Context: an optimization exercise on an open-source flow, tuned for small area, a short achievable clock period and few clock cycles per item. The choices shown serve that exercise and are no tape-out recipe. Where RTL was checked, it was by simulation tests only, not by an equivalence proof against the original. Function not checked in runs 1, 2 and 7: the RTL went through the layout flow alone. Power is estimated from default activity; no workload was simulated.

## flow/design.v (module list and top-level ports; edited modules follow where they fit)
// module le_fpu: 287 lines
// module le_fpu_cadd: 35 lines
// module le_fpu_mul24cs: 2101 lines
module le_fpu (
    input  wire        clk,
    input  wire        rst,
    input  wire        in_valid,
    output wire        in_ready,
    input  wire [3:0]  in_fn,
    input  wire [31:0] in_a,
    input  wire [31:0] in_b,
    input  wire [31:0] in_c,
    output reg         out_valid,
    output reg  [31:0] out_result,
    output reg  [3:0]  out_flags
);
  // ...
==> flow/flow/run.sh <==
#!/bin/bash
# Own layout flow: the standard layout (standard.sh, all steps unchanged) with one
# hook after global placement, flow/ports.tcl, which gives the port buffers that the
# standard flow inserts a regular buffer cell (sky130_fd_sc_hd__buf_4) in place of the
# slow delay-buffer cell it picks by default. All output of the layout goes to
# standard.log here; ORFS's per-step logs stay under orfs/logs.
set -euo pipefail
W=$(pwd)
export POST_GLOBAL_PLACE_TCL="$W/flow/ports.tcl"
bash standard.sh finish > "$W/standard.log" 2>&1
==> flow/flow/ports.tcl <==
# Port buffers: the standard flow's flow inserts one buffer per input and output port (buffer_ports).
# Give them a regular buffer cell instead of the slow delay-buffer cell picked by default.
set n_swapped 0
foreach inst [[ord::get_db_block] getInsts] {
  set name [$inst getName]
  if {[regexp {^(input|output)[0-9]+$} $name]} {
    set master [[$inst getMaster] getName]
    if {$master ne "sky130_fd_sc_hd__buf_4"} {
      replace_cell [get_cells $name] [get_lib_cells */sky130_fd_sc_hd__buf_4]
      incr n_swapped
    }
  }
}
puts "ports.tcl: $n_swapped port buffers set to sky130_fd_sc_hd__buf_4"
==> flow/standard.sh <==
#!/bin/bash
# synth_recipe.tcl (not shown) runs the flow's synth.tcl, then flattens the netlist and writes it again
# the make line also repeats each setting of config.mk as NAME=value (left out here)
make -C /OpenROAD-flow-scripts/flow DESIGN_CONFIG=/design/flow/config.mk WORK_HOME=/design/flow/orfs CLKGATE_MAP_FILE= SYNTH_SCRIPT=/design/flow/synth_recipe.tcl "${@:-finish}"
==> flow/config.mk <==
export PLATFORM = sky130hd
export DESIGN_NAME = le_fpu
export DESIGN_NICKNAME = le_fpu
export VERILOG_FILES = /design/flow/design.v
export SDC_FILE = /design/flow/constraint.sdc
export NUM_CORES = 4
export LEC_CHECK = 0
export CAP_MARGIN = 20
export CORE_MARGIN = 2
export CORE_UTILIZATION = 60
export CTS_CLUSTER_DIAMETER = 100
export CTS_CLUSTER_SIZE = 20
export PLACE_DENSITY = 0.7
export SLEW_MARGIN = 20
==> flow/constraint.sdc <==
create_clock -name core_clock -period 30.0 [get_ports {clk}]
set_input_delay 6.0000 -clock core_clock [delete_from_list [all_inputs] [get_ports {clk}]]
set_output_delay 6.0000 -clock core_clock [all_outputs]
set_load 0.01 [all_outputs]
==> results.sh, run 1 <==
export IMPL_status="no timing/DRC/antenna violations"
export IMPL_synth_async_reset_ratio_pct=0
export IMPL_synth_edf_count=0
export IMPL_finalCritPeriodShare_pct=23.9
export IMPL_powerComb_uw=2240
export IMPL_clk_power_uw=372
export IMPL_synth_compound_area_share_pct=19.3
export IMPL_nClkBuffers=29
export IMPL_overflow=0
export IMPL_layout_commonest_cell="xnor2_1"
export IMPL_r2r_slack_ns=22.83
export IMPL_die_h_um=266
export IMPL_wl_met1_um=60300
export IMPL_path_delay_family="compound AO/OA/AOI/OAI gates"
export IMPL_seq_cell_count=403
export IMPL_crit_type="reg2reg"
export IMPL_seq_power_share_pct=25.7
export IMPL_top_power_group="combinational logic"
export IMPL_taps=882
export IMPL_synthCells=5043
export IMPL_bufAreaShareNonClock_pct=4.11
export IMPL_ant_nets=0
export IMPL_start_util_pct=60.3
export IMPL_cp_max_fo=66
export IMPL_tritoncts="yes"
export IMPL_seqCellArea_um2=8080
export IMPL_worstMarginPinSlew_ns=1.22
export IMPL_combPwrFrac_pct=63.7
export IMPL_drt_iter0_markers=5128
export IMPL_viasPerCell=6.72
export IMPL_met2_usage_pct=64.3
export IMPL_whs_endpoint="r_etop[0]"
export IMPL_place_ws_ns=23.04
export IMPL_dpl_hpwl_um=115000
export IMPL_yosysMostFrequentCell="xnor2_1"
export IMPL_p_leak_uw=0.0176
export IMPL_whs_path_depth=0
export IMPL_synth_top_cells_by_area="dfxtp_1, fa_1, xnor2_1, mux2i_1, ha_1"
==> module le_fpu, before the edit <==
module le_fpu (
    input  wire        clk,
    input  wire        rst,
    input  wire        in_valid,
    output wire        in_ready,
    input  wire [3:0]  in_fn,
    input  wire [31:0] in_a,
    input  wire [31:0] in_b,
    input  wire [31:0] in_c,
    output reg         out_valid,
    output reg  [31:0] out_result,
    output reg  [3:0]  out_flags
);
    localparam [31:0] QNAN = 32'h7FC0_0000;
    assign in_ready = 1'b1;
    reg        v0;
    reg [3:0]  fn0;
    reg [31:0] a0, b0, c0;
    reg        f_arith, f_add, y_is_b, f_fma, f_mul, f_cvt, f_i2f, f_f2i;
    reg        a_nz, b_nz, c_nz, a_ff, b_ff, c_ff;
    always @(posedge clk) begin
        a_nz    <= |in_a[30:23];
        b_nz    <= |in_b[30:23];
        c_nz    <= |in_c[30:23];
        a_ff    <= &in_a[30:23];
        b_ff    <= &in_b[30:23];
        c_ff    <= &in_c[30:23];
        v0      <= in_valid & ~rst;
        fn0     <= in_fn;
        a0      <= in_a;
        b0      <= in_b;
        c0      <= in_c;
        f_arith <= (in_fn[3:2] == 2'b00);    
        f_add   <= (in_fn[3:1] == 3'b000);   
        y_is_b  <= (in_fn[3:1] == 3'b001);   
        f_fma   <= (in_fn == 4'd3);
        f_mul   <= (in_fn == 4'd2);
        f_cvt   <= (in_fn[3:1] == 3'b111);   
        f_i2f   <= (in_fn == 4'd14);
        f_f2i   <= (in_fn == 4'd15);
    end
    wire [7:0] ea = a0[30:23];
    wire [7:0] eb = b0[30:23];
    wire [7:0] ec = c0[30:23];
    wire a_fr = |a0[22:0], b_fr = |b0[22:0], c_fr = |c0[22:0];
    wire a_nan = a_ff & a_fr, b_nan = b_ff & b_fr, c_nan = c_ff & c_fr;
    wire a_inf = a_ff & ~a_fr, b_inf = b_ff & ~b_fr, c_inf = c_ff & ~c_fr;
    wire a_snan = a_nan & ~a0[22], b_snan = b_nan & ~b0[22], c_snan = c_nan & ~c0[22];
    wire [23:0] ma = {a_nz, a0[22:0] & {23{a_nz}}};
    wire [23:0] mb = {b_nz, b0[22:0] & {23{b_nz}}};
    wire [23:0] mc = {c_nz, c0[22:0] & {23{c_nz}}};
    wire [23:0] xm = f_arith ? {a_nz, a0[22:0]} : {f_cvt & a0[31], 23'd0};
    wire [23:0] ym = y_is_b ? {b_nz, b0[22:0]} : 24'h80_0000;
    wire        sp = f_arith ? (a0[31] ^ (y_is_b & b0[31])) : (f_cvt & a0[31]);
    wire [76:0] pp_s, pp_c;
    le_fpu_mul24cs u_mul (.x(xm), .y(ym), .s(pp_s), .c(pp_c));
    wire [23:0] mz = f_add ? mb : mc;
    wire        z_nz = f_add ? b_nz : (f_fma & c_nz);
    wire [7:0]  ez = f_add ? eb : ec;
    wire        sz = f_add ? (b0[31] ^ fn0[0]) : (f_fma ? c0[31] : f_mul);
    wire        x_zero = ~a_nz;
    wire        y_zero = y_is_b & ~b_nz;
    wire        p_zero = x_zero | y_zero;
    wire        x_inf  = a_inf;
    wire        y_inf  = y_is_b & b_inf;
    wire        p_inf  = x_inf | y_inf;
    wire        z_inf  = f_add ? b_inf : (f_fma & c_inf);
    wire        any_nan  = a_nan | ((f_add | y_is_b) & b_nan) | (f_fma & c_nan);
    wire        any_snan = a_snan | ((f_add | y_is_b) & b_snan) | (f_fma & c_snan);
    wire        invalid  = (x_inf & y_zero) | (y_inf & x_zero) | (p_inf & z_inf & (sp ^ sz));
    wire signed [10:0] dd_add = $signed({3'd0, ea}) - $signed({3'd0, eb}) + 11'sd28;
    wire signed [10:0] dd_fma = $signed({3'd0, ea}) + $signed({3'd0, eb}) - $signed({3'd0, ec}) - 11'sd99;
    wire signed [10:0] dd28 = f_add ? dd_add : dd_fma;
    wire signed [10:0] ep29 = f_add ? $signed({3'd0, ea}) + 11'sd29
                                    : $signed({3'd0, ea}) + $signed({3'd0, eb}) - 11'sd98;
    wire        c_big = p_zero | (z_nz & dd28[10]);
    wire        f2i_sat = ~a_nan & (ea >= 8'd158) & ~(a0[31] & (ea == 8'd158) & ~a_fr);
    wire        f2i_go  = ~a_nan & ~f2i_sat & (ea >= 8'd127);
    wire [7:0]  sh_f2i  = 8'd187 - ea;
    wire [6:0]  sh   = f_f2i ? sh_f2i[6:0] : dd28[6:0];
    wire        far  = ~dd28[10] & (|dd28[9:7]);
    wire        kill = ~f_f2i & (c_big | far);
    wire [23:0] zm = f_arith ? (z_nz ? mz : 24'd0) : ((f_f2i & f2i_go) ? ma : 24'd0);
    wire [77:0] z_raw = {1'b0, zm, 53'd0} >> sh;
    wire [77:0] z_sh  = (z_raw & {78{~kill}}) | ({1'b0, zm, 53'd0} & {78{f_arith & c_big}});
    reg  [6:0]  tz52;
    integer k;
    always @* begin
        tz52 = 7'd75;
        for (k = 22; k >= 0; k = k - 1)
            if (zm[k])
                tz52 = 7'd52 + k[6:0];
    end
    wire        z_st = ~f_f2i & ~c_big & (|zm) & (far | (sh > tz52));
    wire        both_zero = ~a_nz & ~b_nz;
    wire        lt_m = ~both_zero & (a0[30:0] < b0[30:0]);
    wire        eq_m = both_zero | (a0[30:0] == b0[30:0]);
    wire        gt_m = ~lt_m & ~eq_m;
    wire        ab_nan  = a_nan | b_nan;
    wire        ab_snan = a_snan | b_snan;
    wire        a_lt_b = ~both_zero & ((a0[31] != b0[31]) ? a0[31] : (a0[31] ? gt_m : lt_m));
    wire        a_eq_b = both_zero | ((a0[31] == b0[31]) & eq_m);
    wire        is_min = ~fn0[0];
    reg        sel_b, flush, qnan_o, cmp_o, cmp_bit, m_nv, m_sat;
    reg        sgn;
    always @* begin
        sel_b   = 1'b0;
        flush   = 1'b0;
        qnan_o  = 1'b0;
        cmp_o   = 1'b0;
        cmp_bit = 1'b0;
        m_nv    = 1'b0;
        m_sat   = 1'b0;
        sgn     = a0[31];
        case (fn0)
            4'd6, 4'd7: begin
                m_nv   = ab_snan;
                qnan_o = a_nan & b_nan;
                flush  = ~ab_nan;
                if (a_nan)
                    sel_b = 1'b1;
                else if (b_nan)
                    sel_b = 1'b0;
                else if (a_eq_b)
                    sel_b = (a0[31] != is_min);
                else
                    sel_b = (a_lt_b != is_min);
                sgn = sel_b ? b0[31] : a0[31];
            end
            4'd8:  sgn = 1'b0;
            4'd9:  sgn = ~a0[31];
            4'd10: begin
                m_nv   = ab_nan;
                qnan_o = ab_nan;
                flush  = 1'b1;
                sel_b  = gt_m;
                m_sat  = ~ab_nan & gt_m;
            end
            4'd11: begin
                cmp_o = 1'b1; cmp_bit = ~ab_nan & a_lt_b; m_nv = ab_nan;
            end
            4'd12: begin
                cmp_o = 1'b1; cmp_bit = ~ab_nan & (a_lt_b | a_eq_b); m_nv = ab_nan;
            end
            4'd13: begin
                cmp_o = 1'b1; cmp_bit = ~ab_nan & a_eq_b; m_nv = ab_snan;
            end
            4'd15: begin
                m_nv  = a_nan;
                m_sat = f2i_sat;
            end
            default: ;
        endcase
    end
    wire [30:0] pick = sel_b ? b0[30:0] : a0[30:0];
    wire        pz   = flush & ~(sel_b ? b_nz : a_nz);
    wire [31:0] alt  = f_arith ? 32'd0 :
                       qnan_o  ? QNAN :
                       cmp_o   ? {31'd0, cmp_bit} :
                       f_f2i   ? {f2i_sat & a0[31], {31{f2i_sat & ~a0[31]}}} :
                                 {sgn, pick & {31{~pz}}};
    wire [77:0] z_al = (f_f2i ? {z_sh[77:16], 16'd0} : {z_sh[77:1], z_st})
                     | {30'd0, alt, 16'd0};
    wire        eff_sub = sp ^ sz;
    wire [78:0] za = {1'b0, z_al} ^ {79{eff_sub}};
    wire [78:0] ra = {pp_s, 2'b00};
    wire [78:0] rb = {pp_c, 2'b00};
    wire [78:0] ks = ra ^ rb ^ za;
    wire [78:0] kc = {(ra[77:0] & rb[77:0]) | (ra[77:0] & za[77:0]) | (rb[77:0] & za[77:0]), 1'b0};
    wire signed [10:0] e_top = f_i2f ? 11'sd188 :
                               c_big ? $signed({3'd0, ez}) + 11'sd1 : ep29;
    reg        va;
    reg [78:0] ks_r;
    reg [52:3] kc_r;
    reg        sp_a, sz_a, es_a, raw_a, nan_a, inf_a, nv_a, sat_a, sinf_a, zsgn_a, fz_a;
    reg signed [10:0] etop_a;
    always @(posedge clk) begin
        va     <= v0 & ~rst;
        ks_r   <= ks;
        kc_r   <= kc[52:3];
        sp_a   <= sp;
        sz_a   <= sz;
        es_a   <= eff_sub;
        raw_a  <= ~f_arith & ~f_i2f;
        nan_a  <= f_arith & (any_nan | invalid);
        inf_a  <= f_arith & ~any_nan & ~invalid & (p_inf | z_inf);
        nv_a   <= f_arith ? (any_nan ? any_snan : invalid) : m_nv;
        sat_a  <= ~f_arith & m_sat;
        sinf_a <= p_inf ? sp : sz;
        zsgn_a <= f_arith & p_zero & ~z_nz & sp & sz;
        fz_a   <= f_arith & p_zero & ~z_nz;
        etop_a <= e_top;
    end
    wire [53:0] l0, l1;
    le_fpu_cadd #(.W(54)) u_add (.x({2'b00, ks_r[51:0]}), .y({1'b0, kc_r, 3'd0}), .s0(l0), .s1(l1));
    wire [26:0] zh  = ~ks_r[78:52];
    wire [26:0] zhm = zh - 27'd1;
    wire [26:0] zhp = zh + 27'd1;
    wire [78:0] t0 = {(l0[53] ? zhp : (l0[52] ? zh : zhm)), l0[51:0]};
    wire [78:0] t1 = {(l1[53] ? zhp : (l1[52] ? zh : zhm)), l1[51:0]};
    wire        neg  = es_a & t1[78];
    wire [77:0] mag1 = ~es_a ? t0[77:0] : (t1[78] ? ~t0[77:0] : t1[77:0]);
    wire        s1w  = neg ? sz_a : sp_a;
    wire [79:0] mpad = {mag1, 2'b00};
    reg  [3:0]  lzh1;
    integer q;
    always @* begin
        lzh1 = 4'd9;
        for (q = 9; q >= 0; q = q - 1)
            if (|mpad[79-8*q -: 8])
                lzh1 = q[3:0];
    end
    reg        v1;
    reg [77:0] mag;
    reg        s1, r_raw, r_nan, r_inf, r_nv, r_sat, r_sinf, r_zsgn, r_fz;
    reg signed [10:0] r_etop;
    reg [3:0]  lzh;
    always @(posedge clk) begin
        v1     <= va & ~rst;
        mag    <= mag1;
        s1     <= s1w;
        r_raw  <= raw_a;
        r_nan  <= nan_a;
        r_inf  <= inf_a;
        r_nv   <= nv_a;
        r_sat  <= sat_a;
        r_sinf <= sinf_a;
        r_zsgn <= zsgn_a;
        r_fz   <= fz_a;
        r_etop <= etop_a;
        lzh    <= lzh1;
    end
    wire       mag_zero = ~|mag;
    wire [77:0] n6 = lzh[3] ? {mag[13:0], 64'd0} : mag;
    wire [55:0] n5 = lzh[2] ? {n6[45:0], 10'd0} : n6[77:22];
    wire        t5 = |n6[21:0] & ~lzh[2];
    wire [39:0] n4 = lzh[1] ? n5[39:0] : n5[55:16];
    wire        t4 = |n5[15:0] & ~lzh[1];
    wire [31:0] n3 = lzh[0] ? n4[31:0] : n4[39:8];
    wire        t3 = |n4[7:0] & ~lzh[0];
    wire [7:0]  tb = n3[31:24];
    wire [2:0]  lzl = tb[7] ? 3'd0 : tb[6] ? 3'd1 : tb[5] ? 3'd2 : tb[4] ? 3'd3 :
                      tb[3] ? 3'd4 : tb[2] ? 3'd5 : tb[1] ? 3'd6 : 3'd7;
    wire [6:0]  lz = {lzh, lzl};
    wire [27:0] n2 = lz[2] ? n3[27:0] : n3[31:4];
    wire        t2 = |n3[3:0] & ~lz[2];
    wire [25:0] n1 = lz[1] ? n2[25:0] : n2[27:2];
    wire        t1s = |n2[1:0] & ~lz[1];
    wire [24:0] n0 = lz[0] ? n1[24:0] : n1[25:1];
    wire        t0s = n1[0] & ~lz[0];
    wire        sticky = t5 | t4 | t3 | t2 | t1s | t0s;
    wire [23:0] sig  = n0[24:1];
    wire        rbit = n0[0];
    wire        rup  = rbit & (sticky | sig[0]);
    wire [24:0] mr   = {1'b0, sig} + {24'd0, rup};
    wire signed [10:0] e_n = r_etop - $signed({4'd0, lz});
    wire [7:0]  e_r  = e_n[7:0] + {7'd0, mr[24]};
    wire        ovf  = (e_n >= 11'sd255) | ((e_n == 11'sd254) & mr[24]);
    reg [31:0] res;
    reg        of;
    always @* begin
        of = 1'b0;
        if (r_raw)
            res = mag[47:16];
        else if (r_nan)
            res = QNAN;
        else if (r_inf)
            res = {r_sinf, 8'hFF, 23'd0};
        else if (mag_zero | r_fz)
            res = {r_zsgn, 31'd0};
        else if (e_n >= 11'sd1) begin
            if (ovf) begin
                res = {s1, 8'hFF, 23'd0};
                of  = 1'b1;
            end else
                res = {s1, e_r, mr[22:0]};
        end else if ((e_n == 11'sd0) && (&sig))
            res = {s1, 8'd1, 23'd0};
        else
            res = {s1, 31'd0};
    end
    always @(posedge clk) begin
        out_valid  <= v1 & ~rst;
        out_result <= res;
        out_flags  <= {of, 1'b0, r_nv, r_sat};
    end
endmodule
==> run 2: changes to the inputs <==
--- a/flow/design.v
+++ b/flow/design.v
@@ -242,19 +242,32 @@
     wire [2:0]  lzl = tb[7] ? 3'd0 : tb[6] ? 3'd1 : tb[5] ? 3'd2 : tb[4] ? 3'd3 :
                       tb[3] ? 3'd4 : tb[2] ? 3'd5 : tb[1] ? 3'd6 : 3'd7;
-    wire [6:0]  lz = {lzh, lzl};
-    wire [27:0] n2 = lz[2] ? n3[27:0] : n3[31:4];
-    wire        t2 = |n3[3:0] & ~lz[2];
-    wire [25:0] n1 = lz[1] ? n2[25:0] : n2[27:2];
-    wire        t1s = |n2[1:0] & ~lz[1];
-    wire [24:0] n0 = lz[0] ? n1[24:0] : n1[25:1];
-    wire        t0s = n1[0] & ~lz[0];
+    wire [27:0] n2 = lzl[2] ? n3[27:0] : n3[31:4];
+    wire        t2 = |n3[3:0] & ~lzl[2];
+    wire [25:0] n1 = lzl[1] ? n2[25:0] : n2[27:2];
+    wire        t1s = |n2[1:0] & ~lzl[1];
+    wire [24:0] n0 = lzl[0] ? n1[24:0] : n1[25:1];
+    wire        t0s = n1[0] & ~lzl[0];
     wire        sticky = t5 | t4 | t3 | t2 | t1s | t0s;
     wire [23:0] sig  = n0[24:1];
     wire        rbit = n0[0];
     wire        rup  = rbit & (sticky | sig[0]);
-    wire [24:0] mr   = {1'b0, sig} + {24'd0, rup};
-    wire signed [10:0] e_n = r_etop - $signed({4'd0, lz});
-    wire [7:0]  e_r  = e_n[7:0] + {7'd0, mr[24]};
-    wire        ovf  = (e_n >= 11'sd255) | ((e_n == 11'sd254) & mr[24]);
+    reg  [24:0] allone;      
+    integer m;
+    always @* begin
+        allone[0] = 1'b1;
+        for (m = 1; m <= 24; m = m + 1)
+            allone[m] = allone[m-1] & sig[m-1];
+    end
+    wire [24:0] mr   = {1'b0, sig} ^ ({25{rup}} & allone);
+    wire signed [10:0] eh   = r_etop - $signed({4'd0, lzh, 3'd0});
+    wire signed [10:0] eh255 = eh - 11'sd255;
+    wire signed [10:0] eh254 = eh - 11'sd254;
+    wire signed [10:0] lzs  = $signed({8'd0, lzl});
+    wire signed [10:0] e_n  = eh - lzs;
+    wire        en_pos  = eh > lzs;              
+    wire        en_zero = eh == lzs;             
+    wire signed [10:0] e_n1 = (eh + 11'sd1) - lzs;
+    wire [7:0]  e_r  = mr[24] ? e_n1[7:0] : e_n[7:0];
+    wire        ovf  = (eh255 >= lzs) | ((eh254 == lzs) & mr[24]);
     reg [31:0] res;
     reg        of;
@@ -269,5 +282,5 @@
         else if (mag_zero | r_fz)
             res = {r_zsgn, 31'd0};
-        else if (e_n >= 11'sd1) begin
+        else if (en_pos) begin
             if (ovf) begin
                 res = {s1, 8'hFF, 23'd0};
@@ -275,5 +288,5 @@
             end else
                 res = {s1, e_r, mr[22:0]};
-        end else if ((e_n == 11'sd0) && (&sig))
+        end else if (en_zero && (&sig))
             res = {s1, 8'd1, 23'd0};
         else
==> results.sh, run 2 <==
export IMPL_status="no timing/DRC/antenna violations"
export IMPL_clock_sink_count=403
export IMPL_whs_path_depth=0
export IMPL_worstSetupEndpointType="output pin"
export IMPL_yosysWarnings=2
export IMPL_viasPerCell=6.74
export IMPL_wl_met2_um=63400
export IMPL_synth_top_cell_area_share_pct=19.3
export IMPL_place_ws_ns=23.36
export IMPL_dieArea_um2=72000
export IMPL_p_int_uw=1760
export IMPL_wl_met1_um=61600
export IMPL_cts_setup_buffers=0
export IMPL_setup_slack_ns=22.93
export IMPL_clock_skew_ns=0.0293
export IMPL_n_antenna_cell=0
export IMPL_dpl_hpwl_um=119000
export IMPL_crit_arrival_ns=1.07
export IMPL_clkTransAtPathRegs_ns=0.08
export IMPL_slew_violations=0
export IMPL_rr_startpoint="a0[23]"
export IMPL_drive_above_1_share_pct=8.31
export IMPL_syn_area_um2=41900
export IMPL_antenna_found_initial=1
export IMPL_crit_chain="buf_4"
export IMPL_r2r_slack_ns=23.26
export IMPL_grt_max_degree=73
export IMPL_hold_path_startpoint="nan_a"
export IMPL_timing_fmax_ghz=0.141
export IMPL_combPwrFrac_pct=65.3
export IMPL_setup_violations=0
export IMPL_power_total_uw=3760
export IMPL_p_leak_uw=0.0175
export IMPL_seq_power_share_pct=24.8
export IMPL_p_switching_uw=2010
export IMPL_fillers=6101
export IMPL_die_h_um=268
export IMPL_cap_violations=0
export IMPL_cts_root_buf="clkbuf_16"
export IMPL_final_cell_mix="xnor2_1, inv_1, dfxtp_1"
export IMPL_synth_common_cells="xnor2_1, inv_1, dfxtp_1, nand2_1, nor2_1"
export IMPL_reg_top3="ks_r: 78 flops, mag: 78 flops, kc_r: 50 flops"
export IMPL_hold_buffers=0
export IMPL_route_met3_wl_um=21600
export IMPL_synth_fp_nets=5687
export IMPL_ant_nets=0
export IMPL_die_w_um=268
export IMPL_ys_seq_area_share_pct=19.3
export IMPL_cp_max_fo=1
export IMPL_fin_crit_ns=7.07
export IMPL_layout_commonest_cell="xnor2_1"
export IMPL_synth_async_reset_ratio_pct=0
export IMPL_setup_tns_final_ns=0
export IMPL_ys_types=116
export IMPL_drt_iter0_markers=6117
export IMPL_numCtsBuffers=27
export IMPL_timing_rr_end="ks_r[30]"
export IMPL_hold_viol=0
export IMPL_final_nets=5601
export IMPL_hold_class="reg2reg"
export IMPL_critPathMaxStageDelay_ns=0.32
export IMPL_synthCells=5086
export IMPL_synth_ff_type="dfxtp_1"
export IMPL_std_cell_rows=96
export IMPL_synth_edf_count=0
export IMPL_clk_latency_ns=0.62
export IMPL_crit_path_top_delay_cell="dfxtp_1"
export IMPL_holdWs_ns=0.328
export IMPL_crit_type="reg2out"
export IMPL_area_delta_synth_final_pct=5.54
export IMPL_finalCritPeriodShare_pct=23.6
export IMPL_path_delay_family="flip-flops"
export IMPL_cp_start_kind="flop"
export IMPL_drc=0
export IMPL_start_util_pct=60.9
export IMPL_boundaryPins=141
export IMPL_highest_layer="met5"
export IMPL_port_buffers=138
export IMPL_grt_pass1_wl_um=238000
export IMPL_overflow=0
export IMPL_synth_seq_cells=403
export IMPL_crit_required_ns=24.00
export IMPL_gr_usage_all_layers_pct=43.6
export IMPL_coreArea_um2=68800
export IMPL_worstMarginPinSlew_ns=1.19
export IMPL_critPathBufInv=1
export IMPL_ir_worst_vdd_mv=0.0572
export IMPL_cts_resized=0
export IMPL_clock_path_buffers=3
export IMPL_synth_top_cells_by_area="dfxtp_1, fa_1, xnor2_1, ha_1, o22ai_1"
export IMPL_reg2reg_depth=23
export IMPL_dr_pass1_iters=9
export IMPL_tritoncts="yes"
export IMPL_syn_avg_cell_area_um2=8.24
export IMPL_rsz0062_at_grt="false"
export IMPL_wl_um=159000
export IMPL_maxSlewHeadroom_pct=20.7
export IMPL_grt_pass1_vias=37800
export IMPL_power_frac_clock_pct=9.9
export IMPL_yosysMostFrequentCell="xnor2_1"
export IMPL_finish_utilization_pct=64.3
export IMPL_swShare_pct=53.3
export IMPL_cts_max_level=1
export IMPL_p_per_area_nw_per_um2=85.1
export IMPL_vias=40000
export IMPL_wl_per_cell_um=26.7
export IMPL_whs_endpoint="r_nan"
export IMPL_synth_area_leader_cell="dfxtp_1"
==> run 2: worst max path at each step <==
| stage | startpoint | to | slack, ns | depth (start not counted) |
|---|---|---|---|---|
| 6_report | out_result[3] | out_result[3] | 22.93 | 1 |
| 5_1_grt | out_result[11] | out_result[11] | 22.90 | 1 |
| 4_1_cts | out_result[3] | out_result[3] | 22.90 | 1 |
| 3_5_place_dp | in_c[24] | c_nz | 23.36 | 3 |
| 3_3_place_gp | in_fn[3] | f_mul | 23.02 | 4 |
| 2_1_floorplan | in_a[24] | a_nz | 23.57 | 2 |
==> run 2: power by group through the flow <==
stage | clock network (uW) | registers (uW) | logic [uW]
after CTS | 374 | 911 | 2370
after global placement | 0 | 923 | 2350
final | 371 | 933 | 2460
after detailed placement | 0 | 921 | 2360
after global routing | 395 | 930 | 2640
after floorplan | 0 | 802 | 1660
==> run 2: final cells by class <==
type	instances	area [um2]	share of cell area (%)
flip-flops and latches	403	8080	18.3
clock inverters	7	87.6	0.198
clock buffers	30	707	1.60
repair buffers	230	1730	3.90
well taps	931	1160	2.63
inverters	442	1660	3.76
multi-input cells	3896	30800	69.6
==> run 2: kinds of logic after synthesis <==
group / Yosys count / share of synthesized area, %
AND/OR/NAND/NOR: 1345 / 15.6
AO/OA/AOI/OAI: 1291 / 20.4
buffers and inverters: 787 / 7.42
XOR/XNOR: 540 / 11.3
adder cells (fa/ha/maj): 498 / 20.3
flip-flops: 403 / 19.3
multiplexers: 220 / 5.78
other: 2 / 0.0179
==> run 2: metrics by stage <==
stage | cells | cell area, um2
4_1_cts | 5939 | 44200
3_3_place_gp | 5902 | 43800
5_1_grt | 5939 | 44200
2_1_floorplan | 5086 | 41900
6_report | 5939 | 44200
3_5_place_dp | 5902 | 43400
==> run 2: worst reg2reg max path, stage by stage (launching register included) <==
cell and delay (ns):
dfxtp_1 0.41, ha_1 0.27, fa_1 0.41, a21oi_1 0.18, nor2_1 0.05, nor2_1 0.17, xnor2_1 0.23, ha_1 0.31
inv_1 0.06, ha_1 0.25, nor2b_1 0.14, o21ai_0 0.26, nor2b_1 0.20, xor2_1 0.20, nor2_1 0.06, o31ai_1 0.91
inv_1 0.34, nor3_2 0.25, buf_4 0.31, nand2_1 0.27, o22ai_1 0.20, nor2_1 0.08, xnor2_1 0.52, fa_1 0.52
==> run 2: per-layer routing <==
metal | vias to the layer above | global-route usage [%]
met5 | - | 0
met4 | 2 | 25.7
met3 | 653 | 12.6
met2 | 3039 | 61.9
met1 | 18700 | 58.7
li1 | 17700 | -
==> module le_fpu_cadd, before the edit <==
module le_fpu_cadd #(
    parameter integer W = 54
) (
    input  wire [W-1:0] x,
    input  wire [W-1:0] y,
    output wire [W-1:0] s0,
    output wire [W-1:0] s1
);
    localparam integer L = $clog2(W);
    wire [W-1:0] g0 = x & y;
    wire [W-1:0] p0 = x ^ y;
    wire [W-1:0] g [0:L];
    wire [W-1:0] p [0:L];
    assign g[0] = g0;
    assign p[0] = p0;
    genvar l, i;
    generate
        for (l = 0; l < L; l = l + 1) begin : lv
            for (i = 0; i < W; i = i + 1) begin : bt
                if (((i >> l) % 2) == 1) begin : cmb
                    localparam integer J = ((i >> l) << l) - 1;
                    assign g[l+1][i] = g[l][i] | (p[l][i] & g[l][J]);
                    assign p[l+1][i] = p[l][i] & p[l][J];
                end else begin : pas
                    assign g[l+1][i] = g[l][i];
                    assign p[l+1][i] = p[l][i];
                end
            end
        end
    endgenerate
    wire [W-1:0] gg = g[L];
    wire [W-1:0] pg = p[L];
    assign s0 = p0 ^ {gg[W-2:0], 1'b0};
    assign s1 = p0 ^ {gg[W-2:0] | pg[W-2:0], 1'b1};
endmodule
==> run 3: changes to the inputs <==
--- a/flow/design.v
+++ b/flow/design.v
@@ -300,5 +300,6 @@
 endmodule
 module le_fpu_cadd #(
-    parameter integer W = 54
+    parameter integer W = 54,
+    parameter integer L = 6          
 ) (
     input  wire [W-1:0] x,
@@ -307,5 +308,4 @@
     output wire [W-1:0] s1
 );
-    localparam integer L = $clog2(W);
     wire [W-1:0] g0 = x & y;
     wire [W-1:0] p0 = x ^ y;
==> results.sh, run 3 <==
export IMPL_cts_max_level=1
export IMPL_swShare_pct=53.3
export IMPL_synthCells=5086
export IMPL_yosysWarnings=2
export IMPL_gr_usage_all_layers_pct=43.6
export IMPL_clk_latency_ns=0.62
export IMPL_reg_top3="ks_r: 78 flops, mag: 78 flops, kc_r: 50 flops"
export IMPL_antenna_found_initial=1
export IMPL_syn_avg_cell_area_um2=8.24
export IMPL_worstSetupEndpointType="output pin"
export IMPL_drt_iter0_markers=6117
export IMPL_dpl_hpwl_um=119000
export IMPL_wl_um=159000
export IMPL_fin_crit_ns=7.07
export IMPL_rsz0062_at_grt="false"
export IMPL_reg2reg_depth=23
export IMPL_cts_resized=0
export IMPL_yosysMostFrequentCell="xnor2_1"
export IMPL_cts_root_buf="clkbuf_16"
export IMPL_timing_rr_end="ks_r[30]"
export IMPL_die_h_um=268
export IMPL_whs_path_depth=0
export IMPL_synth_top_cells_by_area="dfxtp_1, fa_1, xnor2_1, ha_1, o22ai_1"
export IMPL_synth_async_reset_ratio_pct=0
export IMPL_clock_path_buffers=3
export IMPL_clock_sink_count=403
export IMPL_synth_common_cells="xnor2_1, inv_1, dfxtp_1, nand2_1, nor2_1"
export IMPL_finalCritPeriodShare_pct=23.6
export IMPL_synth_top_cell_area_share_pct=19.3
export IMPL_setup_violations=0
export IMPL_hold_buffers=0
export IMPL_timing_fmax_ghz=0.141
export IMPL_worstMarginPinSlew_ns=1.19
export IMPL_wl_per_cell_um=26.7
export IMPL_hold_path_startpoint="nan_a"
export IMPL_slew_violations=0
export IMPL_drc=0
export IMPL_final_area_um2=44200
export IMPL_vias=40000
export IMPL_cap_violations=0
export IMPL_crit_required_ns=24.00
export IMPL_clock_skew_ns=0.0293
export IMPL_start_util_pct=60.9
export IMPL_maxSlewHeadroom_pct=20.7
export IMPL_overflow=0
export IMPL_cp_depth=1
export IMPL_p_leak_uw=0.0175
export IMPL_dr_pass1_iters=9
export IMPL_r2r_slack_ns=23.26
export IMPL_crit_type="reg2out"
export IMPL_viasPerCell=6.74
export IMPL_critPathMaxStageDelay_ns=0.32
export IMPL_ys_seq_area_share_pct=19.3
export IMPL_ir_worst_vdd_mv=0.0572
export IMPL_ant_nets=0
export IMPL_drive_above_1_share_pct=8.31
export IMPL_boundaryPins=141
export IMPL_critPathBufInv=1
export IMPL_hold_class="reg2reg"
export IMPL_dieArea_um2=72000
export IMPL_grt_pass1_vias=37800
export IMPL_final_cell_mix="xnor2_1, inv_1, dfxtp_1"
export IMPL_crit_path_top_delay_cell="dfxtp_1"
export IMPL_crit_arrival_ns=1.07
export IMPL_numCtsBuffers=27
export IMPL_syn_area_um2=41900
export IMPL_synth_fp_nets=5687
export IMPL_cts_setup_buffers=0
export IMPL_cp_max_fo=1
export IMPL_synth_ff_type="dfxtp_1"
export IMPL_status="no timing/DRC/antenna violations"
export IMPL_hold_viol=0
export IMPL_clkTransAtPathRegs_ns=0.08
export IMPL_dpl_cell_area_um2=43400
export IMPL_cp_start_kind="flop"
export IMPL_synth_seq_cells=403
export IMPL_port_buffers=138
export IMPL_grt_pass1_wl_um=238000
export IMPL_synth_area_leader_cell="dfxtp_1"
export IMPL_ys_types=116
export IMPL_layout_commonest_cell="xnor2_1"
export IMPL_n_antenna_cell=0
export IMPL_path_delay_family="flip-flops"
export IMPL_seq_power_share_pct=24.8
export IMPL_coreArea_um2=68800
export IMPL_whs_endpoint="r_nan"
export IMPL_p_switching_uw=2010
export IMPL_rr_startpoint="a0[23]"
export IMPL_std_cell_rows=96
export IMPL_setup_tns_final_ns=0
export IMPL_p_per_area_nw_per_um2=85.1
export IMPL_die_w_um=268
export IMPL_grt_max_degree=73
export IMPL_power_frac_clock_pct=9.9
export IMPL_fillers=6101
export IMPL_tritoncts="yes"
export IMPL_crit_chain="buf_4"
export IMPL_p_int_uw=1760
export IMPL_synth_edf_count=0
export IMPL_area_delta_synth_final_pct=5.54
export IMPL_final_nets=5601
export IMPL_combPwrFrac_pct=65.3
run 3: cells by family after synthesis:
family                     synth area share (%)
buffers and inverters                      7.42
and+or+nand+nor                            15.6
xor gates and xnor gates                   11.3
other                                    0.0179
DFF                                        19.3
AOI/OAI and AO/OA                          20.4
adders and majority gates                  20.3
muxes                                      5.78
run 3: layer usage:
layer / GRT usage [%] / up-vias / part of all wire, %
li1: - / 17700 / -
met1: 58.7 / 18700 / 39
met3: 12.6 / 653 / 14
met5: 0 / - / 0.0044
met2: 61.9 / 3039 / 40
met4: 25.7 / 2 / 7.6
run 3: cell type report:
class                           count  area (um2)  share of cell area [%]
Inverter                          442        1660                    3.76
Multi-Input combinational cell   3896       30800                    69.6
Timing Repair Buffer              230        1730                    3.90
Clock inverter                      7        87.6                   0.198
Sequential cell                   403        8080                    18.3
Clock buffer                       30         707                    1.60
Tap cell                          931        1160                    2.63
run 3: worst max path at each step:
| stage | from | end | slack (ns) |
|---|---|---|---|
| floorplan | in_a[24] | a_nz | 23.57 |
| global placement | in_fn[3] | f_mul | 23.02 |
| detailed placement | in_c[24] | c_nz | 23.36 |
| CTS | out_result[3] | out_result[3] | 22.90 |
| global route | out_result[11] | out_result[11] | 22.90 |
| finish | out_result[3] | out_result[3] | 22.93 |
run 3: per-stage QoR:
stage | power (uW) | hold slack (ns) | instances | utilization [%] | setup slack, ns
floorplan | 2460 | 0.310 | 5086 | - | 23.57
global placement | 3270 | 0.310 | 5902 | 63.6 | 23.02
detailed placement | 3280 | 0.312 | 5902 | 63.1 | 23.36
CTS | 3660 | 0.329 | 5939 | 64.2 | 22.90
global route | 3960 | 0.339 | 5939 | 64.3 | 22.90
finish | 3760 | 0.328 | 5939 | 64.3 | 22.93
run 3: power by group through the flow:
| stage | clock network [uW] | logic, uW | registers (uW) |
|---|---|---|---|
| final | 371 | 2460 | 933 |
| after global routing | 395 | 2640 | 930 |
| after CTS | 374 | 2370 | 911 |
| after detailed placement | 0 | 2360 | 921 |
| after global placement | 0 | 2350 | 923 |
| after floorplan | 0 | 1660 | 802 |
Testbench counts of run 3, summed over its fixed seeds: cycles 16,024, items 16,000.
==> run 4: changes to the inputs <==
==> flow/flow/run.sh (replaced) <==
#!/bin/bash
# Own layout flow: the standard layout (standard.sh, all steps unchanged) with one
# hook after global placement, flow/ports.tcl, which gives the port buffers that the
# standard flow inserts regular buffer cells (sky130_fd_sc_hd__buf_4 on outputs,
# sky130_fd_sc_hd__buf_1 on inputs) in place of the slow delay-buffer cell it picks
# by default. All output of the layout goes to
# standard.log here; ORFS's per-step logs stay under orfs/logs.
set -euo pipefail
W=$(pwd)
export POST_GLOBAL_PLACE_TCL="$W/flow/ports.tcl"
bash standard.sh finish > "$W/standard.log" 2>&1
==> flow/flow/ports.tcl (replaced) <==
# Port buffers: the standard flow's flow inserts one buffer per input and output port (buffer_ports).
# Give them regular buffer cells instead of the slow delay-buffer cell picked by default:
# sky130_fd_sc_hd__buf_4 on the outputs (their paths set the clock period) and
# sky130_fd_sc_hd__buf_1 on the inputs (their paths have slack to spare).
set n_swapped 0
foreach inst [[ord::get_db_block] getInsts] {
  set name [$inst getName]
  if {[regexp {^(input|output)[0-9]+$} $name -> kind]} {
    set want [expr {$kind eq "output" ? "sky130_fd_sc_hd__buf_4" : "sky130_fd_sc_hd__buf_1"}]
    if {[[$inst getMaster] getName] ne $want} {
      replace_cell [get_cells $name] [get_lib_cells */$want]
      incr n_swapped
    }
  }
}
puts "ports.tcl: $n_swapped port buffers replaced"
--- a/flow/config.mk
+++ b/flow/config.mk
@@ -8,7 +8,7 @@
 export CAP_MARGIN = 20
 export CORE_MARGIN = 2
-export CORE_UTILIZATION = 60
+export CORE_UTILIZATION = 70
 export CTS_CLUSTER_DIAMETER = 100
 export CTS_CLUSTER_SIZE = 20
-export PLACE_DENSITY = 0.7
+export PLACE_DENSITY = 0.8
 export SLEW_MARGIN = 20
==> results.sh, run 4 <==
export IMPL_cts_resized=0
export IMPL_coreArea_um2=59100
export IMPL_r2r_slack_ns=23.29
export IMPL_grt_max_degree=73
export IMPL_slew_violations=0
export IMPL_dr_pass1_iters=12
export IMPL_globalRoute_busiestLayer="met2"
export IMPL_ir_worst_vdd_mv=0.0565
export IMPL_crit_path_top_delay_cell="dfxtp_1"
export IMPL_grt_pass1_wl_um=235000
export IMPL_cap_violations=0
export IMPL_wl_um=156000
export IMPL_clock_skew_ns=0.0300
export IMPL_worstMarginPinSlew_ns=1.21
export IMPL_crit_chain="buf_4"
export IMPL_antenna_found_initial=2
export IMPL_met2_usage_pct=68.7
export IMPL_cts_setup_buffers=0
export IMPL_clock_sink_count=403
export IMPL_cts_root_buf="clkbuf_16"
export IMPL_fin_crit_ns=7.07
export IMPL_vias=41200
export IMPL_reg2reg_depth=22
export IMPL_status="no timing/DRC/antenna violations"
export IMPL_syn_avg_cell_area_um2=8.24
export IMPL_dpl_cell_area_um2=42800
export IMPL_critPathMaxStageDelay_ns=0.31
export IMPL_syn_area_um2=41900
export IMPL_synth_seq_cells=403
export IMPL_area_delta_synth_final_pct=4.26
export IMPL_synth_compound_area_share_pct=20.4
export IMPL_cts_max_level=1
export IMPL_wl_per_cell_um=27.0
export IMPL_start_util_pct=70.9
export IMPL_crit_arrival_ns=1.07
export IMPL_worstSetupEndpointType="output pin"
export IMPL_synth_async_reset_ratio_pct=0
export IMPL_die_h_um=249
export IMPL_hold_buffers=0
export IMPL_synth_area_leader_cell="dfxtp_1"
export IMPL_ant_nets=0
export IMPL_drive_above_1_share_pct=6.20
export IMPL_drc=0
export IMPL_crit_type="reg2out"
export IMPL_ys_seq_area_share_pct=19.3
export IMPL_final_nets=5597
export IMPL_die_w_um=249
export IMPL_hold_class="reg2reg"
export IMPL_synthXorXnorAreaFrac_pct=11.3
export IMPL_p_per_area_nw_per_um2=86.3
export IMPL_drt_iter0_markers=7278
export IMPL_setup_tns_final_ns=0
export IMPL_synth_fa_ha_area_share_pct=20.3
export IMPL_ys_types=116
export IMPL_synth_ff_type="dfxtp_1"
export IMPL_final_cell_mix="xnor2_1, inv_1, dfxtp_1"
export IMPL_gr_usage_all_layers_pct=49.0
export IMPL_yosysMostFrequentCell="xnor2_1"
export IMPL_cp_max_fo=1
export IMPL_power_total_uw=3770
export IMPL_use_met1_pct=63.5
export IMPL_synth_edf_count=0
export IMPL_rr_startpoint="a0[23]"
export IMPL_clk_latency_ns=0.61
export IMPL_cp_depth=1
export IMPL_critPathBufInv=1
export IMPL_boundaryPins=141
export IMPL_dpl_hpwl_um=116000
export IMPL_tritoncts="yes"
export IMPL_synth_common_cells="xnor2_1, inv_1, dfxtp_1, nand2_1, nor2_1"
export IMPL_final_area_um2=43700
export IMPL_dieArea_um2=61800
export IMPL_path_delay_family="flip-flops"
export IMPL_startpoint="out_result[16]"
export IMPL_grt_pass1_vias=39300
export IMPL_finalCritPeriodShare_pct=23.6
export IMPL_yosysWarnings=2
export IMPL_synth_top_cells_by_area="dfxtp_1, fa_1, xnor2_1, ha_1, o22ai_1"
export IMPL_setup_violations=0
export IMPL_cp_start_kind="flop"
export IMPL_synthCells=5086
export IMPL_maxSlewHeadroom_pct=18.8
export IMPL_n_antenna_cell=0
export IMPL_overflow=0
export IMPL_p_leak_uw=0.0172
export IMPL_synth_top_cell_area_share_pct=19.3
export IMPL_rsz0062_at_grt="false"
export IMPL_numCtsBuffers=26
export IMPL_timing_critical_path_to="out_result[16]"
export IMPL_clock_path_buffers=3
export IMPL_synthMuxAreaShare_pct=5.78
export IMPL_synth_top_family_by_area="compound AO/OA/AOI/OAI gates"
export IMPL_hold_viol=0
export IMPL_timing_rr_end="ks_r[31]"
export IMPL_synth_simple_area_share_pct=15.6
export IMPL_clkTransAtPathRegs_ns=0.09
export IMPL_synth_fp_nets=5687
export IMPL_crit_required_ns=24.00
export IMPL_reg_top3="ks_r: 78 flops, mag: 78 flops, kc_r: 50 flops"
export IMPL_grt_met3_usage_pct=16.5
export IMPL_viasPerCell=7.14
export IMPL_port_buffers=138
export IMPL_timing_fmax_ghz=0.142
export IMPL_std_cell_rows=89
export IMPL_layout_commonest_cell="xnor2_1"
-- run 4: per-layer routing --
metal / vias up / wire (um)
li1: 17700 / -
met1: 18800 / 56200
met2: 3655 / 61200
met3: 1055 / 23900
met4: 8 / 14700
met5: - / 131
-- run 4: report_power, final --
| part | total, uW | switching, uW | internal [uW] | leakage, uW |
|---|---|---|---|---|
| combinational | 2470 | 1600 | 872 | 0.0134 |
| sequential | 919 | 209 | 710 | 0.00338 |
| clock | 378 | 194 | 184 | 0.000395 |
-- run 4: worst register-to-register path, delay by kind of cell (launching register included) --
| family | cells | cell delay, ns |
|---|---|---|
| AO/OA/AOI/OAI | 7 | 1.97 |
| AND/OR/NAND/NOR | 6 | 0.92 |
| flip-flops | 1 | 0.41 |
| adder cells (fa/ha/maj) | 5 | 1.93 |
| buffers and inverters | 2 | 0.31 |
| XOR/XNOR | 2 | 1.03 |
-- run 4: final cells by class --
| type | instances | area, um2 |
|---|---|---|
| multi-input cells | 3896 | 30800 |
| well taps | 773 | 967 |
| flip-flops and latches | 403 | 8080 |
| inverters | 442 | 1660 |
| clock inverters | 6 | 113 |
| fillers | 4485 | 15400 |
| repair buffers | 227 | 1370 |
| clock buffers | 30 | 697 |
-- run 4: logic make-up after synthesis --
group / count (synthesis)
compound gates: 1291
xor+xnor: 540
fa+ha+maj: 498
buf+inv: 787
flops: 403
mux: 220
other cells: 2
simple gates: 1345
-- run 4: worst min path at each step --
stage	cells after the start	startpoint	to	slack (ns)
2_1_floorplan	0	r_sat	out_flags[0]	0.31
3_3_place_gp	0	etop_a[7]	r_etop[7]	0.31
3_5_place_dp	0	nv_a	r_nv	0.31
4_1_cts	0	etop_a[2]	r_etop[2]	0.33
5_1_grt	0	etop_a[2]	r_etop[2]	0.34
6_report	0	etop_a[5]	r_etop[5]	0.33
-- run 4: metrics by stage --
step                      utilization, %  setup WS (ns)  instances  hold WS, ns
final                               73.9          22.93       5777        0.330
after global routing                73.9          22.87       5777        0.337
after CTS                           73.7          22.91       5771        0.332
after detailed placement            72.3          23.34       5735        0.312
after global placement              73.6          23.03       5735        0.310
after floorplan                        -          23.57       5086        0.310
==> run 5: changes to the inputs <==
--- a/flow/config.mk
+++ b/flow/config.mk
@@ -8,7 +8,7 @@
 export CAP_MARGIN = 20
 export CORE_MARGIN = 2
-export CORE_UTILIZATION = 70
+export CORE_UTILIZATION = 60
 export CTS_CLUSTER_DIAMETER = 100
 export CTS_CLUSTER_SIZE = 20
-export PLACE_DENSITY = 0.8
+export PLACE_DENSITY = 0.7
 export SLEW_MARGIN = 20
==> results.sh, run 5 <==
export IMPL_seq_power_share_pct=24.8
export IMPL_syn_avg_cell_area_um2=8.24
export IMPL_synth_top_cell_area_share_pct=19.3
export IMPL_maxSlewHeadroom_pct=19.5
export IMPL_hold_class="reg2reg"
export IMPL_ant_nets=0
export IMPL_start_util_pct=60.9
export IMPL_area_delta_synth_final_pct=4.67
export IMPL_numCtsBuffers=27
export IMPL_reg_top3="ks_r: 78 flops, mag: 78 flops, kc_r: 50 flops"
export IMPL_viasPerCell=6.73
export IMPL_crit_type="reg2out"
export IMPL_finalCritPeriodShare_pct=23.7
export IMPL_syn_area_um2=41900
export IMPL_combPwrFrac_pct=65.3
export IMPL_dpl_hpwl_um=119000
export IMPL_synth_compound_area_share_pct=20.4
export IMPL_timing_fmax_ghz=0.141
export IMPL_synth_async_reset_ratio_pct=0
export IMPL_p_leak_uw=0.0172
export IMPL_status="no timing/DRC/antenna violations"
export IMPL_cp_max_fo=1
export IMPL_worstMarginPinSlew_ns=1.20
export IMPL_synth_top_cells_by_area="dfxtp_1, fa_1, xnor2_1, ha_1, o22ai_1"
export IMPL_swShare_pct=53.3
export IMPL_cts_root_buf="clkbuf_16"
export IMPL_crit_arrival_ns=1.10
export IMPL_crit_path_top_delay_cell="dfxtp_1"
export IMPL_worstSetupEndpointType="output pin"
export IMPL_p_switching_uw=2000
export IMPL_synth_ff_type="dfxtp_1"
export IMPL_cts_setup_buffers=0
export IMPL_synth_seq_cells=403
export IMPL_hold_viol=0
export IMPL_fin_crit_ns=7.10
export IMPL_gr_usage_all_layers_pct=43.2
export IMPL_port_buffers=138
export IMPL_cts_max_level=1
export IMPL_synth_top_family_by_area="compound AO/OA/AOI/OAI gates"
export IMPL_die_h_um=268
export IMPL_grt_max_degree=73
export IMPL_wl_um=158000
export IMPL_drc=0
export IMPL_synth_fp_nets=5687
export IMPL_synth_common_cells="xnor2_1, inv_1, dfxtp_1, nand2_1, nor2_1"
export IMPL_boundaryPins=141
export IMPL_clock_path_buffers=3
export IMPL_ys_seq_area_share_pct=19.3
export IMPL_hold_buffers=0
export IMPL_drt_iter0_markers=5876
export IMPL_slew_violations=0
export IMPL_critPathMaxStageDelay_ns=0.32
export IMPL_setup_violations=0
export IMPL_setup_tns_final_ns=0
export IMPL_synth_simple_area_share_pct=15.6
export IMPL_std_cell_rows=96
export IMPL_final_nets=5601
export IMPL_power_total_uw=3760
export IMPL_synth_fa_ha_area_share_pct=20.3
export IMPL_ys_types=116
export IMPL_die_w_um=268
export IMPL_p_int_uw=1750
export IMPL_layout_commonest_cell="xnor2_1"
export IMPL_cap_violations=0
export IMPL_rsz0062_at_grt="false"
export IMPL_cts_resized=0
export IMPL_crit_chain="buf_4"
export IMPL_crit_required_ns=24.00
export IMPL_cp_start_kind="flop"
export IMPL_antenna_found_initial=4
export IMPL_dieArea_um2=72000
export IMPL_yosysWarnings=2
export IMPL_synthCells=5086
export IMPL_drive_above_1_share_pct=6.31
export IMPL_grt_pass1_wl_um=236000
export IMPL_finish_utilization_pct=63.7
export IMPL_final_cell_mix="xnor2_1, inv_1, dfxtp_1"
export IMPL_clkTransAtPathRegs_ns=0.08
export IMPL_yosysMostFrequentCell="xnor2_1"
export IMPL_synthMuxAreaShare_pct=5.78
export IMPL_coreArea_um2=68800
export IMPL_clock_sink_count=403
export IMPL_overflow=0
export IMPL_wl_per_cell_um=26.7
export IMPL_clk_latency_ns=0.64
export IMPL_fillers=6104
export IMPL_vias=40000
export IMPL_clock_skew_ns=0.0540
export IMPL_critPathBufInv=1
export IMPL_synth_area_leader_cell="dfxtp_1"
export IMPL_holdWs_ns=0.290
export IMPL_synth_edf_count=0
export IMPL_grt_pass1_vias=37400
export IMPL_n_antenna_cell=0
export IMPL_tritoncts="yes"
export IMPL_ir_worst_vdd_mv=0.0611
export IMPL_power_frac_clock_pct=10.0
export IMPL_path_delay_family="flip-flops"
export IMPL_synthXorXnorAreaFrac_pct=11.3
export IMPL_dr_pass1_iters=8
export IMPL_p_per_area_nw_per_um2=85.7
-- run 5: cell counts after synthesis --
No cell type changed its count.
-- run 5: cells by family (layout without fill, tap and decap cells) --
kind of cell	after synthesis	in the layout
AO/OA/AOI/OAI	1291	1291
XOR/XNOR	540	540
adder cells (fa/ha/maj)	498	498
buffers and inverters	787	709
flip-flops	403	403
multiplexers	220	220
other	2	2
AND/OR/NAND/NOR	1345	1345
-- run 5: final timing paths --
check           startpoint             end  slack, ns  depth (start not counted)
max          out_result[3]   out_result[3]      22.90                          1
min                 sinf_a          r_sinf       0.29                          0
max reg2reg         lzh[2]  out_result[14]      23.32                         15
min reg2reg         sinf_a          r_sinf       0.29                          0
-- run 5: per-stage QoR --
stage | instances | instance area (um2) | worst slack (ns)
floorplan | 5086 | 41900 | 23.57
global placement | 5902 | 43800 | 23.02
detailed placement | 5902 | 43000 | 23.37
CTS | 5939 | 43800 | 22.89
global route | 5939 | 43900 | 22.88
finish | 5939 | 43900 | 22.90
-- run 5: final cells by class --
class / count / area (um2) / share of cell area, %
multi-input cells: 3896 / 30800 / 70.2
flip-flops and latches: 403 / 8080 / 18.4
inverters: 442 / 1660 / 3.79
repair buffers: 230 / 1340 / 3.06
well taps: 931 / 1160 / 2.66
clock buffers: 29 / 703 / 1.60
clock inverters: 8 / 105 / 0.240
-- run 5: metal layers --
| layer | up-vias | GRT usage [%] | wire [um] |
|---|---|---|---|
| met5 | - | 1.22 | 146 |
| met4 | 6 | 24.1 | 11500 |
| met3 | 641 | 11.7 | 21100 |
| met2 | 2998 | 62.2 | 64100 |
| met1 | 18600 | 58.4 | 61500 |
| li1 | 17700 | - | - |
-- run 5: power groups by stage --
stage          logic (uW)  registers (uW)  clock network, uW
2_1_floorplan        1660             802                  0
3_3_place_gp         2350             923                  0
3_5_place_dp         2360             921                  0
4_1_cts              2370             910                379
5_1_grt              2620             925                398
6_report             2450             931                374
==> run 6: changes to the inputs <==
--- a/flow/design.v
+++ b/flow/design.v
@@ -50,6 +50,6 @@
     wire [23:0] mb = {b_nz, b0[22:0] & {23{b_nz}}};
     wire [23:0] mc = {c_nz, c0[22:0] & {23{c_nz}}};
-    wire [23:0] xm = f_arith ? {a_nz, a0[22:0]} : {f_cvt & a0[31], 23'd0};
-    wire [23:0] ym = y_is_b ? {b_nz, b0[22:0]} : 24'h80_0000;
+    wire [23:0] xm = f_arith ? {1'b1, a0[22:0]} : {f_cvt & a0[31], 23'd0};
+    wire [23:0] ym = {1'b1, b0[22:0] & {23{y_is_b}}};
     wire        sp = f_arith ? (a0[31] ^ (y_is_b & b0[31])) : (f_cvt & a0[31]);
     wire [76:0] pp_s, pp_c;
==> results.sh, run 6 <==
export IMPL_critPathMaxStageDelay_ns=0.78
export IMPL_numCtsBuffers=27
export IMPL_ys_types=110
export IMPL_status="no timing/DRC/antenna violations"
export IMPL_cp_max_fo=23
export IMPL_drt_iter0_markers=5446
export IMPL_place_ws_ns=22.81
export IMPL_cts_max_level=1
export IMPL_worstMarginPinSlew_ns=1.27
export IMPL_overflow=0
export IMPL_maxSlewHeadroom_pct=15.2
export IMPL_p_leak_uw=0.0169
export IMPL_timing_fmax_ghz=0.137
export IMPL_area_delta_synth_final_pct=4.78
export IMPL_critPathBufInv=1
export IMPL_cts_root_buf="clkbuf_16"
export IMPL_clk_latency_ns=0.59
export IMPL_ir_worst_vdd_mv=0.0607
export IMPL_grt_pass1_vias=36900
export IMPL_setup_violations=0
export IMPL_r2r_slack_ns=22.70
export IMPL_rr_startpoint="a0[23]"
export IMPL_finalCritPeriodShare_pct=24.3
export IMPL_die_h_um=266
export IMPL_syn_avg_cell_area_um2=8.38
export IMPL_crit_chain="ha_1, fa_1, a21oi_1, nor2_1, nor2_1, o21bai_1, a21oi_1, xnor2_1, inv_1, ha_1, ha_1, a21o_1, a31o_2, a21o_1, a2111oi_0, a311o_1, o31ai_1, nand2_1, nor2_1, a2111oi_0, xnor2_1, fa_1"
export IMPL_p_per_area_nw_per_um2=86.4
export IMPL_worstSetupEndpointType="flop"
export IMPL_setup_tns_final_ns=0
export IMPL_crit_path_top_delay_cell="a311o_1"
export IMPL_start_util_pct=60.4
export IMPL_std_cell_rows=96
export IMPL_ant_nets=0
export IMPL_synth_area_leader_cell="dfxtp_1"
export IMPL_cts_resized=0
export IMPL_hold_path_startpoint="etop_a[0]"
export IMPL_hold_class="reg2reg"
export IMPL_dieArea_um2=70900
export IMPL_synth_top_cells_by_area="dfxtp_1, fa_1, xnor2_1, ha_1, o22ai_1"
export IMPL_synth_seq_cells=403
export IMPL_synthCells=4927
export IMPL_setup_slack_ns=22.70
export IMPL_vias=39300
export IMPL_fin_crit_ns=7.30
export IMPL_wl_per_cell_um=27.5
export IMPL_die_w_um=266
export IMPL_clock_sink_count=403
export IMPL_dpl_hpwl_um=120000
export IMPL_crit_type="reg2reg"
export IMPL_viasPerCell=6.83
export IMPL_layout_commonest_cell="inv_1"
export IMPL_boundaryPins=141
export IMPL_dr_pass1_iters=6
export IMPL_clock_skew_ns=0.0247
export IMPL_grt_pass1_wl_um=235000
export IMPL_cp_start_kind="flop"
export IMPL_gr_usage_all_layers_pct=43.5
export IMPL_path_delay_family="compound AO/OA/AOI/OAI gates"
export IMPL_cap_violations=0
export IMPL_whs_path_depth=0
export IMPL_syn_area_um2=41300
export IMPL_synth_common_cells="inv_1, xnor2_1, dfxtp_1, nand2_1, nor2_1"
export IMPL_ys_seq_area_share_pct=19.5
export IMPL_synth_edf_count=0
export IMPL_wl_um=158000
export IMPL_synth_ff_type="dfxtp_1"
export IMPL_crit_required_ns=30.48
export IMPL_drc=0
export IMPL_hold_viol=0
export IMPL_final_cell_mix="inv_1, xnor2_1, dfxtp_1"
export IMPL_yosysWarnings=2
export IMPL_synth_async_reset_ratio_pct=0
export IMPL_reg_top3="ks_r: 78 flops, mag: 78 flops, kc_r: 50 flops"
export IMPL_synth_top_cell_area_share_pct=19.5
export IMPL_port_buffers=138
export IMPL_clkTransAtPathRegs_ns=0.09
export IMPL_tritoncts="yes"
export IMPL_final_nets=5461
export IMPL_reg2reg_depth=22
export IMPL_slew_violations=0
export IMPL_synth_fp_nets=5530
export IMPL_antenna_found_initial=4
export IMPL_hold_buffers=0
export IMPL_whs_endpoint="r_etop[0]"
export IMPL_crit_arrival_ns=7.78
export IMPL_coreArea_um2=68300
export IMPL_grt_max_degree=66
export IMPL_drive_above_1_share_pct=6.74
export IMPL_yosysMostFrequentCell="inv_1"
export IMPL_timing_rr_end="ks_r[44]"
export IMPL_fillers=6056
export IMPL_cts_setup_buffers=0
export IMPL_clock_path_buffers=3
export IMPL_power_total_uw=3740
export IMPL_rsz0062_at_grt="false"
==> run 6: cell types whose count changed in the layout (fill, tap and decap cells not counted), moves of 14 or more <==
cell	change
a21oi_1	-27
a22o_1	+19
a21o_1	-21
nand2_1	-47
xnor2_1	-28
o2bb2ai_1	-16
o22ai_1	-22
inv_1	+29
nor2_1	-14
o21ai_0	-42
a31oi_1	+29
nor3_1	-57
==> run 6: layout make-up <==
cell class	count	area (um2)	share of cell area [%]
Timing Repair Buffer	241	1430	3.30
Tap cell	882	1100	2.55
Sequential cell	403	8080	18.7
Inverter	466	1750	4.04
Clock buffer	29	693	1.60
Antenna cell	1	2.50	0.00579
Multi-Input combinational cell	3719	30100	69.6
Clock inverter	8	88.8	0.205
==> run 6: per-stage QoR <==
step	util [%]	instance area (um2)	hold WS, ns	std cells
final	63.3	43200	0.329	5749
after global routing	63.3	43200	0.336	5748
after CTS	63.3	43200	0.330	5748
after detailed placement	62.1	42500	0.312	5711
after global placement	63.2	43200	0.311	5711
after floorplan	-	41300	0.310	4927
==> run 6: cell families (layout without fill, tap and decap cells) <==
kind of cell / Yosys count / count (layout) / share of synthesized area (%)
and+or+nand+nor: 1209 / 1209 / 14.3
adders and majority gates: 501 / 501 / 20.7
muxes: 223 / 223 / 6.16
buffers and inverters: 805 / 744 / 7.65
xor gates and xnor gates: 518 / 518 / 11.0
DFF: 403 / 403 / 19.5
other: 2 / 3 / 0.0182
AOI/OAI and AO/OA: 1266 / 1266 / 20.7
==> run 6: how the worst max path moves through the flow <==
| stage | from | endpoint | slack, ns | cells after the start |
|---|---|---|---|---|
| 2_1_floorplan | in_a[24] | a_nz | 23.57 | 2 |
| 3_3_place_gp | a0[23] | ks_r[44] | 23.03 | 22 |
| 3_5_place_dp | a0[23] | ks_r[44] | 22.81 | 22 |
| 4_1_cts | a0[23] | ks_r[44] | 22.80 | 22 |
| 5_1_grt | a0[23] | ks_r[44] | 22.17 | 22 |
| 6_report | a0[23] | ks_r[44] | 22.70 | 22 |
==> run 6: report_power, final <==
group	internal (uW)	total (uW)	leakage (uW)	switching (uW)
Sequential	716	943	0.00338	227
Combinational	898	2430	0.0132	1530
Clock	169	363	0.000383	194
Total	1780	3740	0.0169	1950
==> run 6: routing by layer <==
layer	up-vias	track usage (%)	wire length, um	share of wire, %
met5	-	0	40	0.025
met2	2797	64.3	66500	42
met1	18700	57.9	61000	39
met4	6	21.8	9550	6.0
met3	573	12.9	21000	13
li1	17200	-	-	-
Testbench counts of run 6, summed over its fixed seeds: cycles 16,024, items 16,000.
==> run 7: changes to the inputs <==
--- a/flow/design.v
+++ b/flow/design.v
@@ -19,5 +19,7 @@
     reg        f_arith, f_add, y_is_b, f_fma, f_mul, f_cvt, f_i2f, f_f2i;
     reg        a_nz, b_nz, c_nz, a_ff, b_ff, c_ff;
+    reg [8:0]  sab;                          
     always @(posedge clk) begin
+        sab     <= {1'b0, in_a[30:23]} + {1'b0, in_b[30:23]};
         a_nz    <= |in_a[30:23];
         b_nz    <= |in_b[30:23];
@@ -70,8 +72,8 @@
     wire        invalid  = (x_inf & y_zero) | (y_inf & x_zero) | (p_inf & z_inf & (sp ^ sz));
     wire signed [10:0] dd_add = $signed({3'd0, ea}) - $signed({3'd0, eb}) + 11'sd28;
-    wire signed [10:0] dd_fma = $signed({3'd0, ea}) + $signed({3'd0, eb}) - $signed({3'd0, ec}) - 11'sd99;
+    wire signed [10:0] dd_fma = $signed({2'd0, sab}) - $signed({3'd0, ec}) - 11'sd99;
     wire signed [10:0] dd28 = f_add ? dd_add : dd_fma;
     wire signed [10:0] ep29 = f_add ? $signed({3'd0, ea}) + 11'sd29
-                                    : $signed({3'd0, ea}) + $signed({3'd0, eb}) - 11'sd98;
+                                    : $signed({2'd0, sab}) - 11'sd98;
     wire        c_big = p_zero | (z_nz & dd28[10]);
     wire        f2i_sat = ~a_nan & (ea >= 8'd158) & ~(a0[31] & (ea == 8'd158) & ~a_fr);
==> results.sh, run 7 <==
export IMPL_status="no timing/DRC/antenna violations"
export IMPL_timing_fmax_ghz=0.139
export IMPL_synth_ff_type="dfxtp_1"
export IMPL_synth_area_leader_cell="dfxtp_1"
export IMPL_syn_avg_cell_area_um2=8.34
export IMPL_hold_viol=0
export IMPL_place_ws_ns=22.27
export IMPL_dr_pass1_iters=9
export IMPL_numCtsBuffers=28
export IMPL_tritoncts="yes"
export IMPL_layout_commonest_cell="inv_1"
export IMPL_synth_top_cell_area_share_pct=19.8
export IMPL_globalRoute_busiestLayer="met2"
export IMPL_die_w_um=268
export IMPL_setup_slack_ns=22.82
export IMPL_grt_pass1_wl_um=228000
export IMPL_overflow=0
export IMPL_start_util_pct=60.7
export IMPL_place_inst=5821
export IMPL_rsz0062_at_grt="false"
export IMPL_clock_sink_count=412
export IMPL_drc=0
export IMPL_slew_violations=0
export IMPL_boundaryPins=141
export IMPL_vias=39000
export IMPL_synth_common_cells="inv_1, dfxtp_1, xnor2_1, nand2_1, nor2_1"
export IMPL_crit_type="in2reg"
export IMPL_final_cell_mix="inv_1, dfxtp_1, xnor2_1"
export IMPL_wl_um=153000
export IMPL_cts_max_level=1
export IMPL_syn_area_um2=41700
export IMPL_ant_nets=0
export IMPL_area_delta_synth_final_pct=4.80
export IMPL_coreArea_um2=68700
export IMPL_hold_class="reg2reg"
export IMPL_setup_violations=0
export IMPL_clock_skew_ns=0.0429
export IMPL_clock_path_buffers=3
export IMPL_yosysMostFrequentCell="inv_1"
export IMPL_p_leak_uw=0.0171
export IMPL_antenna_found_initial=6
export IMPL_port_buffers=138
export IMPL_synthCells=4998
export IMPL_clk_latency_ns=0.63
export IMPL_met2_usage_pct=60.6
export IMPL_crit_required_ns=30.56
export IMPL_clkTransAtPathRegs_ns=0.08
export IMPL_setup_tns_final_ns=0
export IMPL_cts_setup_buffers=0
export IMPL_synth_top_cells_by_area="dfxtp_1, fa_1, xnor2_1, ha_1, mux2i_1"
export IMPL_use_met1_pct=55.9
export IMPL_grt_max_degree=70
export IMPL_die_h_um=268
export IMPL_drive_above_1_share_pct=6.74
export IMPL_hold_buffers=0
export IMPL_finalCritPeriodShare_pct=23.9
export IMPL_p_per_area_nw_per_um2=80.3
export IMPL_ir_worst_vdd_mv=0.0618
export IMPL_crit_arrival_ns=7.74
export IMPL_wl_per_cell_um=26.1
export IMPL_cp_start_kind="input pin"
export IMPL_cts_root_buf="clkbuf_16"
export IMPL_synth_seq_cells=412
export IMPL_grt_met3_usage_pct=13.1
export IMPL_worstMarginPinSlew_ns=1.19
export IMPL_cts_resized=0
export IMPL_viasPerCell=6.65
export IMPL_synth_fp_nets=5594
export IMPL_ys_types=117
export IMPL_grt_pass1_vias=36800
export IMPL_dieArea_um2=71600
export IMPL_drt_iter0_markers=5031
export IMPL_fillers=6166
export IMPL_maxSlewHeadroom_pct=20.7
export IMPL_cp_max_fo=4
export IMPL_yosysWarnings=2
export IMPL_worstSetupEndpointType="flop"
export IMPL_synth_async_reset_ratio_pct=0
export IMPL_reg_top3="ks_r: 78 flops, mag: 78 flops, kc_r: 50 flops"
export IMPL_fin_crit_ns=7.18
export IMPL_final_cells=5861
export IMPL_synth_edf_count=0
export IMPL_gr_usage_all_layers_pct=42.0
export IMPL_std_cell_rows=96
export IMPL_ys_seq_area_share_pct=19.8
export IMPL_final_nets=5516
export IMPL_dpl_hpwl_um=117000
export IMPL_cap_violations=0
## run 7: changes by cell type after synthesis, moves of 18 or more
cell | previous run | this run
a31oi_1 | 77 | 44
nor2_1 | 328 | 307
o21ai_0 | 159 | 226
nand2b_1 | 39 | 21
o2bb2ai_1 | 14 | 39
nand2_1 | 331 | 375
a22o_1 | 31 | 11
mux2i_1 | 155 | 183
## run 7: worst paths after layout
check                                 end  cells after the start  slack [ns]      start
worst min register to register  r_etop[4]                      0        0.30  etop_a[4]
worst min-delay path            r_etop[4]                      0        0.30  etop_a[4]
worst max-delay path               sab[8]                     12       22.82   in_a[23]
worst max register to register   ks_r[42]                     18       23.08     sab[0]
## run 7: routing by layer
metal  wire, um  up-vias
met3      20200      556
met2      62700     2641
li1           -    17400
met1      60100    18400
met5        164        -
met4      10000       10
## run 7: power by group
part	leakage (uW)	internal (uW)	switching (uW)	total, uW
Combinational	0.0132	810	1410	2220
Sequential	0.00346	714	179	893
Clock	0.000425	194	207	400
Total	0.0171	1720	1790	3510
## run 7: metrics by stage
stage	hold slack (ns)	area [um2]	power (uW)	utilization (%)
3_3_place_gp	0.310	43500	3010	63.3
2_1_floorplan	0.310	41700	2260	-
5_1_grt	0.308	43700	3690	63.6
6_report	0.297	43700	3510	63.6
3_5_place_dp	0.312	42800	3010	62.3
4_1_cts	0.309	43700	3420	63.6
## run 7: cell families (layout without fill, tap and decap cells)
kind of cell,Yosys count,count (layout),share of synthesized area (%)
buffers and inverters,783,714,7.37
DFF,412,412,19.8
AOI/OAI and AO/OA,1285,1285,20.4
adders and majority gates,494,494,20.3
and+or+nand+nor,1258,1258,15.0
other,2,3,0.0180
muxes,250,250,6.32
xor gates and xnor gates,514,514,10.9
## run 7: critical path: stages
cell,delay [ns]
buf_1,0.18
ha_1,0.20
inv_1,0.05
fa_1,0.39
inv_1,0.07
a21oi_1,0.06
o21bai_1,0.27
a21oi_1,0.12
nor2_1,0.13
o21ai_0,0.09
nand2b_1,0.08
a21o_1,0.10
## run 7: area by class of cell
class,count,area [um2],share of cell area (%)
antenna,1,2.50,0.00573
clock buffer,30,718,1.64
clock inverter,9,161,0.369
inverter,456,1710,3.92
multi-input combinational,3803,30400,69.6
sequential,412,8250,18.9
tap,931,1160,2.67
timing repair buffer,219,1260,2.89
